Context: an optimization exercise on an open-source flow, tuned for small area, a short achievable clock period and few clock cycles. The choices shown serve that exercise and are no tape-out recipe.

==> inputs of 02-13 <==
==> flow/design.v <==
module kz_imgdigest (
    input  wire         clk,
    input  wire         rst,         
    input  wire         in_valid,
    output wire         in_ready,
    input  wire [35:0]  in_w0,       
    input  wire [35:0]  in_w1,       
    input  wire         in_last,     
    output reg          out_valid,   
    output wire [255:0] digest       
);
    function [31:0] rotr(input [31:0] x, input integer n);
        rotr = (x >> n) | (x << (32 - n));
    endfunction
    function [31:0] bsig0(input [31:0] x);
        bsig0 = rotr(x, 2) ^ rotr(x, 13) ^ rotr(x, 22);
    endfunction
    function [31:0] bsig1(input [31:0] x);
        bsig1 = rotr(x, 6) ^ rotr(x, 11) ^ rotr(x, 25);
    endfunction
    function [31:0] ssig0(input [31:0] x);
        ssig0 = rotr(x, 7) ^ rotr(x, 18) ^ (x >> 3);
    endfunction
    function [31:0] ssig1(input [31:0] x);
        ssig1 = rotr(x, 17) ^ rotr(x, 19) ^ (x >> 10);
    endfunction
    function [63:0] csa(input [31:0] x, input [31:0] y, input [31:0] z);
        csa = {((x & y) | (x & z) | (y & z)) << 1, x ^ y ^ z};
    endfunction
    wire [5:0]  kidx;
    reg  [31:0] kt;
    always @* begin
        case (kidx)
            6'd0:  kt = 32'h428a2f98; 6'd1:  kt = 32'h71374491;
            6'd2:  kt = 32'hb5c0fbcf; 6'd3:  kt = 32'he9b5dba5;
            6'd4:  kt = 32'h3956c25b; 6'd5:  kt = 32'h59f111f1;
            6'd6:  kt = 32'h923f82a4; 6'd7:  kt = 32'hab1c5ed5;
            6'd8:  kt = 32'hd807aa98; 6'd9:  kt = 32'h12835b01;
            6'd10: kt = 32'h243185be; 6'd11: kt = 32'h550c7dc3;
            6'd12: kt = 32'h72be5d74; 6'd13: kt = 32'h80deb1fe;
            6'd14: kt = 32'h9bdc06a7; 6'd15: kt = 32'hc19bf174;
            6'd16: kt = 32'he49b69c1; 6'd17: kt = 32'hefbe4786;
            6'd18: kt = 32'h0fc19dc6; 6'd19: kt = 32'h240ca1cc;
            6'd20: kt = 32'h2de92c6f; 6'd21: kt = 32'h4a7484aa;
            6'd22: kt = 32'h5cb0a9dc; 6'd23: kt = 32'h76f988da;
            6'd24: kt = 32'h983e5152; 6'd25: kt = 32'ha831c66d;
            6'd26: kt = 32'hb00327c8; 6'd27: kt = 32'hbf597fc7;
            6'd28: kt = 32'hc6e00bf3; 6'd29: kt = 32'hd5a79147;
            6'd30: kt = 32'h06ca6351; 6'd31: kt = 32'h14292967;
            6'd32: kt = 32'h27b70a85; 6'd33: kt = 32'h2e1b2138;
            6'd34: kt = 32'h4d2c6dfc; 6'd35: kt = 32'h53380d13;
            6'd36: kt = 32'h650a7354; 6'd37: kt = 32'h766a0abb;
            6'd38: kt = 32'h81c2c92e; 6'd39: kt = 32'h92722c85;
            6'd40: kt = 32'ha2bfe8a1; 6'd41: kt = 32'ha81a664b;
            6'd42: kt = 32'hc24b8b70; 6'd43: kt = 32'hc76c51a3;
            6'd44: kt = 32'hd192e819; 6'd45: kt = 32'hd6990624;
            6'd46: kt = 32'hf40e3585; 6'd47: kt = 32'h106aa070;
            6'd48: kt = 32'h19a4c116; 6'd49: kt = 32'h1e376c08;
            6'd50: kt = 32'h2748774c; 6'd51: kt = 32'h34b0bcb5;
            6'd52: kt = 32'h391c0cb3; 6'd53: kt = 32'h4ed8aa4a;
            6'd54: kt = 32'h5b9cca4f; 6'd55: kt = 32'h682e6ff3;
            6'd56: kt = 32'h748f82ee; 6'd57: kt = 32'h78a5636f;
            6'd58: kt = 32'h84c87814; 6'd59: kt = 32'h8cc70208;
            6'd60: kt = 32'h90befffa; 6'd61: kt = 32'ha4506ceb;
            6'd62: kt = 32'hbef9a3f7; default: kt = 32'hc67178f2;
        endcase
    end
    localparam [255:0] IV = {
        32'h6a09e667, 32'hbb67ae85, 32'h3c6ef372, 32'ha54ff53a,
        32'h510e527f, 32'h9b05688c, 32'h1f83d9ab, 32'h5be0cd19
    };
    reg         act;         
    reg         ra;          
    reg  [5:0]  u;           
    reg         nb;          
    reg         fin;         
    reg  [3:0]  sc;          
    reg         fold;        
    reg         pro;         
    reg         r61;         
    reg         r62;         
    reg         first;       
    reg         rq;          
    reg  [95:0] sq;          
    reg  [3:0]  occ;         
    reg         lastin;      
    reg         padded;      
    reg         late;        
    reg  [27:0] bc;          
    reg         rdy;
    reg  [31:0] R [0:15];    
    reg  [31:0] va, vb, vc, vd, ve, vf, vg, vh;
    reg  [31:0] H0, H1, H2, H3, H4, H5, H6, H7;
    assign in_ready = rdy;
    assign digest   = {H0, H1, H2, H3, H4, H5, H6, H7};
    wire ini    = out_valid | rq;             
    wire idle   = !act;
    wire uz     = (u == 6'd0);
    wire u63    = (u == 6'd63);
    wire umid   = (u >= 6'd1) & (u <= 6'd14);
    wire usch   = (u >= 6'd15) & (u <= 6'd62);
    wire occ4   = (occ >= 4'd4);
    wire avail  = padded | lastin | occ4;
    wire req    = pro | (ra & umid) | (fold & nb);
    wire opt    = (idle | (ra & u63 & !fin)) & avail;
    wire stall  = (sc != 4'd0) | (req & !avail);
    wire ins    = !stall & (req | opt);
    wire acc    = in_valid & rdy;
    wire [127:0] eq = {sq, 8'h80, 24'd0};
    reg  [31:0]  qw;
    always @* begin
        case (occ)
            4'd0:  qw = eq[31:0];
            4'd1:  qw = eq[39:8];
            4'd2:  qw = eq[47:16];
            4'd3:  qw = eq[55:24];
            4'd4:  qw = eq[63:32];
            4'd5:  qw = eq[71:40];
            4'd6:  qw = eq[79:48];
            4'd7:  qw = eq[87:56];
            4'd8:  qw = eq[95:64];
            4'd9:  qw = eq[103:72];
            4'd10: qw = eq[111:80];
            4'd11: qw = eq[119:88];
            default: qw = eq[127:96];
        endcase
    end
    wire lenw  = padded & !late & (u == 6'd14);     
    wire [31:0] mw = padded ? (lenw ? {1'b0, bc, 3'b000} : 32'd0) : qw;
    reg         act_n, ra_n, nb_n, fin_n, lastin_n;
    reg  [5:0]  u_n;
    reg  [3:0]  sc_n, occ_p;
    always @* begin
        act_n = act; ra_n = ra; u_n = u; nb_n = nb; fin_n = fin;
        if (sc != 4'd0)
            sc_n = sc + 4'd1;
        else if (req & !avail)
            sc_n = 4'd1;
        else
            sc_n = 4'd0;
        if (!stall) begin
            if (idle) begin
                if (opt) begin act_n = 1'b1; u_n = 6'd0; end
            end else if (!ra) begin
                ra_n = 1'b1; u_n = 6'd1;
            end else begin
                u_n = u + 6'd1;
                if (u63) nb_n = opt;
                if (uz) begin
                    fin_n = 1'b0;
                    nb_n  = 1'b0;
                    if (!nb) begin act_n = 1'b0; ra_n = 1'b0; u_n = 6'd63; end
                end
            end
        end
        if (ins & lenw) fin_n = 1'b1;
        occ_p = occ;
        if (ins & !padded) occ_p = occ4 ? occ - 4'd4 : 4'd0;
        lastin_n = lastin & !(ins & lenw);
    end
    assign kidx    = u_n;
    wire occ_n_le3 = (occ_p <= 4'd3);
    wire occ_n_le7 = (occ_p <= 4'd7);
    wire u_n_mid   = (u_n >= 6'd1) & (u_n <= 6'd14);
    wire sure_n    = (sc_n == 4'd0) &
                     (!act_n | (act_n & !ra_n) | (ra_n & u_n_mid) |
                      (ra_n & (u_n == 6'd0) & nb_n) |
                      (ra_n & (u_n == 6'd63) & !fin_n));
    wire rdy_n     = !lastin_n & (occ_n_le3 | (occ_n_le7 & sure_n));
    always @(posedge clk) begin
        if (rst) begin
            act <= 1'b0; ra <= 1'b0; u <= 6'd63; nb <= 1'b0; fin <= 1'b0;
            sc <= 4'd0; out_valid <= 1'b0;
            fold <= 1'b0; pro <= 1'b0; r61 <= 1'b0; r62 <= 1'b0;
            first <= 1'b1;
            occ <= 4'd0; lastin <= 1'b0; padded <= 1'b0; late <= 1'b0;
            bc <= 28'd0; rdy <= 1'b0;
        end else begin
            act <= act_n; ra <= ra_n; u <= u_n; nb <= nb_n; fin <= fin_n;
            sc <= sc_n;
            fold <= ra_n & (u_n == 6'd0);
            pro  <= act_n & !ra_n;
            r61  <= ra_n & (u_n == 6'd62);
            r62  <= ra_n & (u_n == 6'd63);
            if (fold & !stall) first <= fin;
            out_valid <= fold & !stall & fin;
            rdy <= rdy_n & !acc;
            occ <= acc ? occ_p + 4'd9 : occ_p;
            if (acc) begin
                bc <= bc + 28'd9;
                if (in_last) lastin <= 1'b1;
            end
            if (ins) begin
                if (!padded) begin
                    if (!occ4) begin
                        padded <= 1'b1;
                        late   <= (u == 6'd13) | (u == 6'd14);
                    end else if (u63) begin
                        late   <= 1'b0;
                    end
                end else if (lenw) begin
                    padded <= 1'b0;
                    lastin <= 1'b0;
                    bc     <= 28'd0;
                    late   <= 1'b0;
                end else if (u63) begin
                    late   <= 1'b0;
                end
            end
        end
    end
    always @(posedge clk)
        if (acc) sq <= {sq[23:0], in_w0, in_w1};
    reg [31:0] kr;           
    always @(posedge clk) begin
        rq <= rst;
        kr <= kt;
    end
    wire [31:0] wsch = ssig1(R[14]) + R[9] + ssig0(R[1]) + R[0];
    integer i;
    always @(posedge clk) begin
        for (i = 0; i < 15; i = i + 1)
            R[i] <= R[i + 1];
        R[15] <= ins ? mw : (stall ? R[0] : wsch);
    end
    reg  [31:0] PA;          
    reg  [31:0] PE;          
    wire [31:0] hx  = fold ? H6 : (pro ? vh : vg);
    wire [31:0] dx  = fold ? H2 : (pro ? vd : vc);
    wire [31:0] h0s = first ? IV[255:224] : H0;
    wire [31:0] h0m = r62 ? h0s : 32'd0;
    wire [63:0] cp1 = csa(hx, kr, R[15]);
    wire [63:0] cp2 = csa(cp1[31:0], cp1[63:32], h0m);
    wire [31:0] pan;
    kz_add32 u_addpa (.a(cp2[31:0]), .b(cp2[63:32]), .s(pan));
    wire [63:0] cq2 = csa(cp1[31:0], cp1[63:32], dx);
    wire [31:0] pen;
    kz_add32 u_addpe (.a(cq2[31:0]), .b(cq2[63:32]), .s(pen));
    wire [31:0] h4f = (fold & first) ? IV[127:96] : H4;
    wire [31:0] h4e = fold ? h4f : 32'd0;
    wire [31:0] ch  = (ve & vf) ^ (~ve & vg);
    wire [31:0] s1  = bsig1(ve);
    wire [31:0] s0  = bsig0(va);
    wire [31:0] maj = (va & vb) ^ (va & vc) ^ (vb & vc);
    wire [63:0] ca1 = csa(s1, s0, maj);
    wire [63:0] ca2 = csa(ca1[31:0], ca1[63:32], ch);
    wire [63:0] ca3 = csa(ca2[31:0], ca2[63:32], PA);
    wire [31:0] an;
    kz_add32 u_adda (.a(ca3[31:0]), .b(ca3[63:32]), .s(an));
    wire [63:0] ce1 = csa(s1, ch, PE);
    wire [63:0] ce2 = csa(ce1[31:0], ce1[63:32], h4e);
    wire [31:0] en;
    kz_add32 u_adde (.a(ce2[31:0]), .b(ce2[63:32]), .s(en));
    wire [31:0] iva = r61 ? IV[159:128] : (r62 ? IV[191:160] : IV[223:192]);
    wire [31:0] ive = r61 ? IV[31:0]    : (r62 ? IV[63:32]   : IV[95:64]);
    wire [31:0] sa, se;
    kz_add32 u_adds (.a(first ? iva : H3), .b(va), .s(sa));
    kz_add32 u_addt (.a(first ? ive : H7), .b(ve), .s(se));
    wire        hen = (r61 | r62 | fold) & !stall;
    wire [255:0] rn = fold ? {an, sa, H1, H2, en, se, H5, H6}
                           : {an, va, vb, vc, en, ve, vf, vg};
    wire         ld = ini;
    always @(posedge clk) begin
        if (!stall) begin
            PA <= pan;
            PE <= pen;
        end
        if (ld | (ra & !stall))
            {va, vb, vc, vd, ve, vf, vg, vh} <= ld ? IV : rn;
        if (fold & !stall) begin
            H0 <= an;
            H4 <= en;
        end
        if (hen) begin
            H1 <= sa; H2 <= H1; H3 <= H2;
            H5 <= se; H6 <= H5; H7 <= H6;
        end
    end
endmodule
module kz_add32 (
    input  wire [31:0] a,
    input  wire [31:0] b,
    output wire [31:0] s
);
    wire [31:0] g0, p0, g1, p1, g2, p2, g3, p3, g4, p4, g5;
    kz_pg        u0 (.a(a), .b(b), .g(g0), .p(p0));
    kz_ks #(1)   u1 (.gi(g0), .pi(p0), .go(g1), .po(p1));
    kz_ks #(2)   u2 (.gi(g1), .pi(p1), .go(g2), .po(p2));
    kz_ks #(4)   u3 (.gi(g2), .pi(p2), .go(g3), .po(p3));
    kz_ks #(8)   u4 (.gi(g3), .pi(p3), .go(g4), .po(p4));
    kz_ksg #(16) u5 (.gi(g4), .pi(p4), .go(g5));
    assign s = p0 ^ {g5[30:0], 1'b0};
endmodule
module kz_pg (
    input  wire [31:0] a,
    input  wire [31:0] b,
    output wire [31:0] g,
    output wire [31:0] p
);
    assign g = a & b;
    assign p = a ^ b;
endmodule
module kz_ks #(parameter D = 1) (
    input  wire [31:0] gi,
    input  wire [31:0] pi,
    output wire [31:0] go,
    output wire [31:0] po
);
    genvar k;
    generate
        for (k = 0; k < 32; k = k + 1) begin : n
            if (k >= D) begin : c
                assign go[k] = gi[k] | (pi[k] & gi[k - D]);
                assign po[k] = pi[k] & pi[k - D];
            end else begin : t
                assign go[k] = gi[k];
                assign po[k] = pi[k];
            end
        end
    endgenerate
endmodule
module kz_ksg #(parameter D = 16) (
    input  wire [31:0] gi,
    input  wire [31:0] pi,
    output wire [31:0] go
);
    genvar k;
    generate
        for (k = 0; k < 32; k = k + 1) begin : n
            if (k >= D) begin : c
                assign go[k] = gi[k] | (pi[k] & gi[k - D]);
            end else begin : t
                assign go[k] = gi[k];
            end
        end
    endgenerate
endmodule
==> flow/run.sh <==
#!/bin/bash
# synth_recipe.tcl (not shown) runs the flow's synth.tcl, then flattens the netlist and writes it again
# the make line also repeats each setting of config.mk as NAME=value (left out here)
make -C /OpenROAD-flow-scripts/flow DESIGN_CONFIG=/design/flow/config.mk WORK_HOME=/design/flow/orfs CLKGATE_MAP_FILE= SYNTH_SCRIPT=/design/flow/synth_recipe.tcl finish
==> flow/config.mk <==
export PLATFORM = sky130hd
export DESIGN_NAME = kz_imgdigest
export DESIGN_NICKNAME = kz_imgdigest
export VERILOG_FILES = /design/flow/design.v
export SDC_FILE = /design/flow/constraint.sdc
export NUM_CORES = 4
export LEC_CHECK = 0
export CAP_MARGIN = 20
export CORE_MARGIN = 2
export CORE_UTILIZATION = 40
export SETUP_SLACK_MARGIN = 5
export SLEW_MARGIN = 20
export SYNTH_HIERARCHICAL = 1
==> flow/constraint.sdc <==
create_clock -name core_clock -period 10.0 [get_ports {clk}]
set_input_delay 2.0000 -clock core_clock [delete_from_list [all_inputs] [get_ports {clk}]]
set_output_delay 2.0000 -clock core_clock [all_outputs]
set_load 0.01 [all_outputs]
==> 09-12 (differences from 02-13) <==
--- a/flow/design.v
+++ b/flow/design.v
@@ -77,9 +77,7 @@
     reg  [3:0]  sc;          
     reg         fold;        
     reg         pro;         
-    reg         r61;         
-    reg         r62;         
-    reg         first;       
+    reg         u0;          
     reg         rq;          
     reg  [95:0] sq;          
     reg  [3:0]  occ;         
@@ -89,6 +87,7 @@
     reg  [27:0] bc;          
     reg         rdy;
     reg  [31:0] R [0:15];    
+    reg  [31:0] P;           
     reg  [31:0] va, vb, vc, vd, ve, vf, vg, vh;
     reg  [31:0] H0, H1, H2, H3, H4, H5, H6, H7;
     assign in_ready = rdy;
@@ -171,8 +170,7 @@
         if (rst) begin
             act <= 1'b0; ra <= 1'b0; u <= 6'd63; nb <= 1'b0; fin <= 1'b0;
             sc <= 4'd0; out_valid <= 1'b0;
-            fold <= 1'b0; pro <= 1'b0; r61 <= 1'b0; r62 <= 1'b0;
-            first <= 1'b1;
+            fold <= 1'b0; pro <= 1'b0; u0 <= 1'b0;
             occ <= 4'd0; lastin <= 1'b0; padded <= 1'b0; late <= 1'b0;
             bc <= 28'd0; rdy <= 1'b0;
         end else begin
@@ -180,9 +178,7 @@
             sc <= sc_n;
             fold <= ra_n & (u_n == 6'd0);
             pro  <= act_n & !ra_n;
-            r61  <= ra_n & (u_n == 6'd62);
-            r62  <= ra_n & (u_n == 6'd63);
-            if (fold & !stall) first <= fin;
+            u0   <= (u_n == 6'd0);
             out_valid <= fold & !stall & fin;
             rdy <= rdy_n & !acc;
             occ <= acc ? occ_p + 4'd9 : occ_p;
@@ -223,115 +219,38 @@
             R[i] <= R[i + 1];
         R[15] <= ins ? mw : (stall ? R[0] : wsch);
     end
-    reg  [31:0] PA;          
-    reg  [31:0] PE;          
-    wire [31:0] hx  = fold ? H6 : (pro ? vh : vg);
-    wire [31:0] dx  = fold ? H2 : (pro ? vd : vc);
-    wire [31:0] h0s = first ? IV[255:224] : H0;
-    wire [31:0] h0m = r62 ? h0s : 32'd0;
-    wire [63:0] cp1 = csa(hx, kr, R[15]);
-    wire [63:0] cp2 = csa(cp1[31:0], cp1[63:32], h0m);
-    wire [31:0] pan;
-    kz_add32 u_addpa (.a(cp2[31:0]), .b(cp2[63:32]), .s(pan));
-    wire [63:0] cq2 = csa(cp1[31:0], cp1[63:32], dx);
-    wire [31:0] pen;
-    kz_add32 u_addpe (.a(cq2[31:0]), .b(cq2[63:32]), .s(pen));
-    wire [31:0] h4f = (fold & first) ? IV[127:96] : H4;
-    wire [31:0] h4e = fold ? h4f : 32'd0;
+    wire [31:0] hx  = pro ? 32'd0 : vg;                   
+    wire [31:0] h7m = u0 ? H7 : 32'd0;
+    wire [31:0] pn  = hx + h7m + kr + R[15];
+    wire [31:0] h0m = fold ? H0 : 32'd0;
+    wire [31:0] h1m = fold ? H1 : 32'd0;
+    wire [31:0] h2m = fold ? H2 : 32'd0;
+    wire [31:0] h3m = fold ? H3 : 32'd0;
+    wire [31:0] h4m = fold ? H4 : 32'd0;
+    wire [31:0] h5m = fold ? H5 : 32'd0;
+    wire [31:0] h6m = fold ? H6 : 32'd0;
     wire [31:0] ch  = (ve & vf) ^ (~ve & vg);
+    wire [31:0] maj = (va & vb) ^ (va & vc) ^ (vb & vc);
     wire [31:0] s1  = bsig1(ve);
     wire [31:0] s0  = bsig0(va);
-    wire [31:0] maj = (va & vb) ^ (va & vc) ^ (vb & vc);
-    wire [63:0] ca1 = csa(s1, s0, maj);
-    wire [63:0] ca2 = csa(ca1[31:0], ca1[63:32], ch);
-    wire [63:0] ca3 = csa(ca2[31:0], ca2[63:32], PA);
-    wire [31:0] an;
-    kz_add32 u_adda (.a(ca3[31:0]), .b(ca3[63:32]), .s(an));
-    wire [63:0] ce1 = csa(s1, ch, PE);
-    wire [63:0] ce2 = csa(ce1[31:0], ce1[63:32], h4e);
-    wire [31:0] en;
-    kz_add32 u_adde (.a(ce2[31:0]), .b(ce2[63:32]), .s(en));
-    wire [31:0] iva = r61 ? IV[159:128] : (r62 ? IV[191:160] : IV[223:192]);
-    wire [31:0] ive = r61 ? IV[31:0]    : (r62 ? IV[63:32]   : IV[95:64]);
-    wire [31:0] sa, se;
-    kz_add32 u_adds (.a(first ? iva : H3), .b(va), .s(sa));
-    kz_add32 u_addt (.a(first ? ive : H7), .b(ve), .s(se));
-    wire        hen = (r61 | r62 | fold) & !stall;
-    wire [255:0] rn = fold ? {an, sa, H1, H2, en, se, H5, H6}
-                           : {an, va, vb, vc, en, ve, vf, vg};
+    wire [63:0] ca1 = csa(s1, ch, s0);
+    wire [63:0] ca2 = csa(maj, P, h0m);
+    wire [63:0] ca3 = csa(ca1[31:0], ca1[63:32], ca2[31:0]);
+    wire [63:0] ca4 = csa(ca3[31:0], ca3[63:32], ca2[63:32]);
+    wire [31:0] an  = ca4[31:0] + ca4[63:32];
+    wire [63:0] ce1 = csa(vd, P, h4m);
+    wire [63:0] ce2 = csa(s1, ch, ce1[31:0]);
+    wire [63:0] ce3 = csa(ce2[31:0], ce2[63:32], ce1[63:32]);
+    wire [31:0] en  = ce3[31:0] + ce3[63:32];
+    wire [255:0] rn = {an, va + h1m, vb + h2m, vc + h3m,
+                       en, ve + h5m, vf + h6m, vg + h7m};
     wire         ld = ini;
-    always @(posedge clk) begin
-        if (!stall) begin
-            PA <= pan;
-            PE <= pen;
-        end
+    wire [255:0] dn = ld ? IV : rn;
+    always @(posedge clk) begin
+        if (!stall) P <= pn;
         if (ld | (ra & !stall))
-            {va, vb, vc, vd, ve, vf, vg, vh} <= ld ? IV : rn;
-        if (fold & !stall) begin
-            H0 <= an;
-            H4 <= en;
-        end
-        if (hen) begin
-            H1 <= sa; H2 <= H1; H3 <= H2;
-            H5 <= se; H6 <= H5; H7 <= H6;
-        end
+            {va, vb, vc, vd, ve, vf, vg, vh} <= dn;
+        if (ld | (fold & !stall))
+            {H0, H1, H2, H3, H4, H5, H6, H7} <= dn;
     end
 endmodule
-module kz_add32 (
-    input  wire [31:0] a,
-    input  wire [31:0] b,
-    output wire [31:0] s
-);
-    wire [31:0] g0, p0, g1, p1, g2, p2, g3, p3, g4, p4, g5;
-    kz_pg        u0 (.a(a), .b(b), .g(g0), .p(p0));
-    kz_ks #(1)   u1 (.gi(g0), .pi(p0), .go(g1), .po(p1));
-    kz_ks #(2)   u2 (.gi(g1), .pi(p1), .go(g2), .po(p2));
-    kz_ks #(4)   u3 (.gi(g2), .pi(p2), .go(g3), .po(p3));
-    kz_ks #(8)   u4 (.gi(g3), .pi(p3), .go(g4), .po(p4));
-    kz_ksg #(16) u5 (.gi(g4), .pi(p4), .go(g5));
-    assign s = p0 ^ {g5[30:0], 1'b0};
-endmodule
-module kz_pg (
-    input  wire [31:0] a,
-    input  wire [31:0] b,
-    output wire [31:0] g,
-    output wire [31:0] p
-);
-    assign g = a & b;
-    assign p = a ^ b;
-endmodule
-module kz_ks #(parameter D = 1) (
-    input  wire [31:0] gi,
-    input  wire [31:0] pi,
-    output wire [31:0] go,
-    output wire [31:0] po
-);
-    genvar k;
-    generate
-        for (k = 0; k < 32; k = k + 1) begin : n
-            if (k >= D) begin : c
-                assign go[k] = gi[k] | (pi[k] & gi[k - D]);
-                assign po[k] = pi[k] & pi[k - D];
-            end else begin : t
-                assign go[k] = gi[k];
-                assign po[k] = pi[k];
-            end
-        end
-    endgenerate
-endmodule
-module kz_ksg #(parameter D = 16) (
-    input  wire [31:0] gi,
-    input  wire [31:0] pi,
-    output wire [31:0] go
-);
-    genvar k;
-    generate
-        for (k = 0; k < 32; k = k + 1) begin : n
-            if (k >= D) begin : c
-                assign go[k] = gi[k] | (pi[k] & gi[k - D]);
-            end else begin : t
-                assign go[k] = gi[k];
-            end
-        end
-    endgenerate
-endmodule
ABC_CLOCK_PERIOD_IN_PS = 3000   (was not set)
SYNTH_HIERARCHICAL = not set   (was 1)
==> impl_metrics.toml <==
[run_status]
status = "finished clean"

[cts]
insertion_delay_ns = 0.81
cts_buffers = 136

[grt]
use_met2_pct = 38.6

[routing]
wl_per_cell_um = 26.5

[finish]
final_common_cell = "edfxtp_1"

[place]
placed_cell_area_um2 = 70800
(the above is from 09-12)
==> impl_metrics.toml <==
[cts]
cts_buffers = 142

[finish]
final_common_cell = "a21o_1"

[run_status]
status = "finished clean"

[place]
placed_cell_area_um2 = 76100

[grt]
use_met2_pct = 46.5
(the above is from 02-13)
No run of this note included a check of the RTL's function; only the layout flow was run.

what the ideal ports hide:
In the flow no input, the clock included, has a driving cell. The finished layouts below were timed again as built, in two steps.
Step 1, drivers: a clkbuf_16 drives clk and a buf_2 each remaining input, both assumed.
Step 2 moves the port delays by t, midway between the first and last clock arrival at a register: inputs arrive t later, outputs are due t later. That takes back most of the time a late clock gives input paths.
Slacks: no drivers / after step 1 / after step 2; pairs: no drivers / after step 1.
run | t, ns | setup slack, ns | worst setup path after step 2 | latest minus earliest clock arrival (ns) | slew at the worst register clock pin (ns)
02-13 | 0.881 | 5.017 / 5.017 / 4.778 | input to register | 0.057 / 0.057 | 0.08 / 0.08
09-12 | 0.867 | 4.715 / 4.715 / 4.685 | input to register | 0.064 / 0.064 | 0.07 / 0.07
After both steps every run listed still meets setup and hold. For 02-13, which loses most, drivers alone change the setup slack by 0.000 ns; drivers and shift together by -0.239 ns.
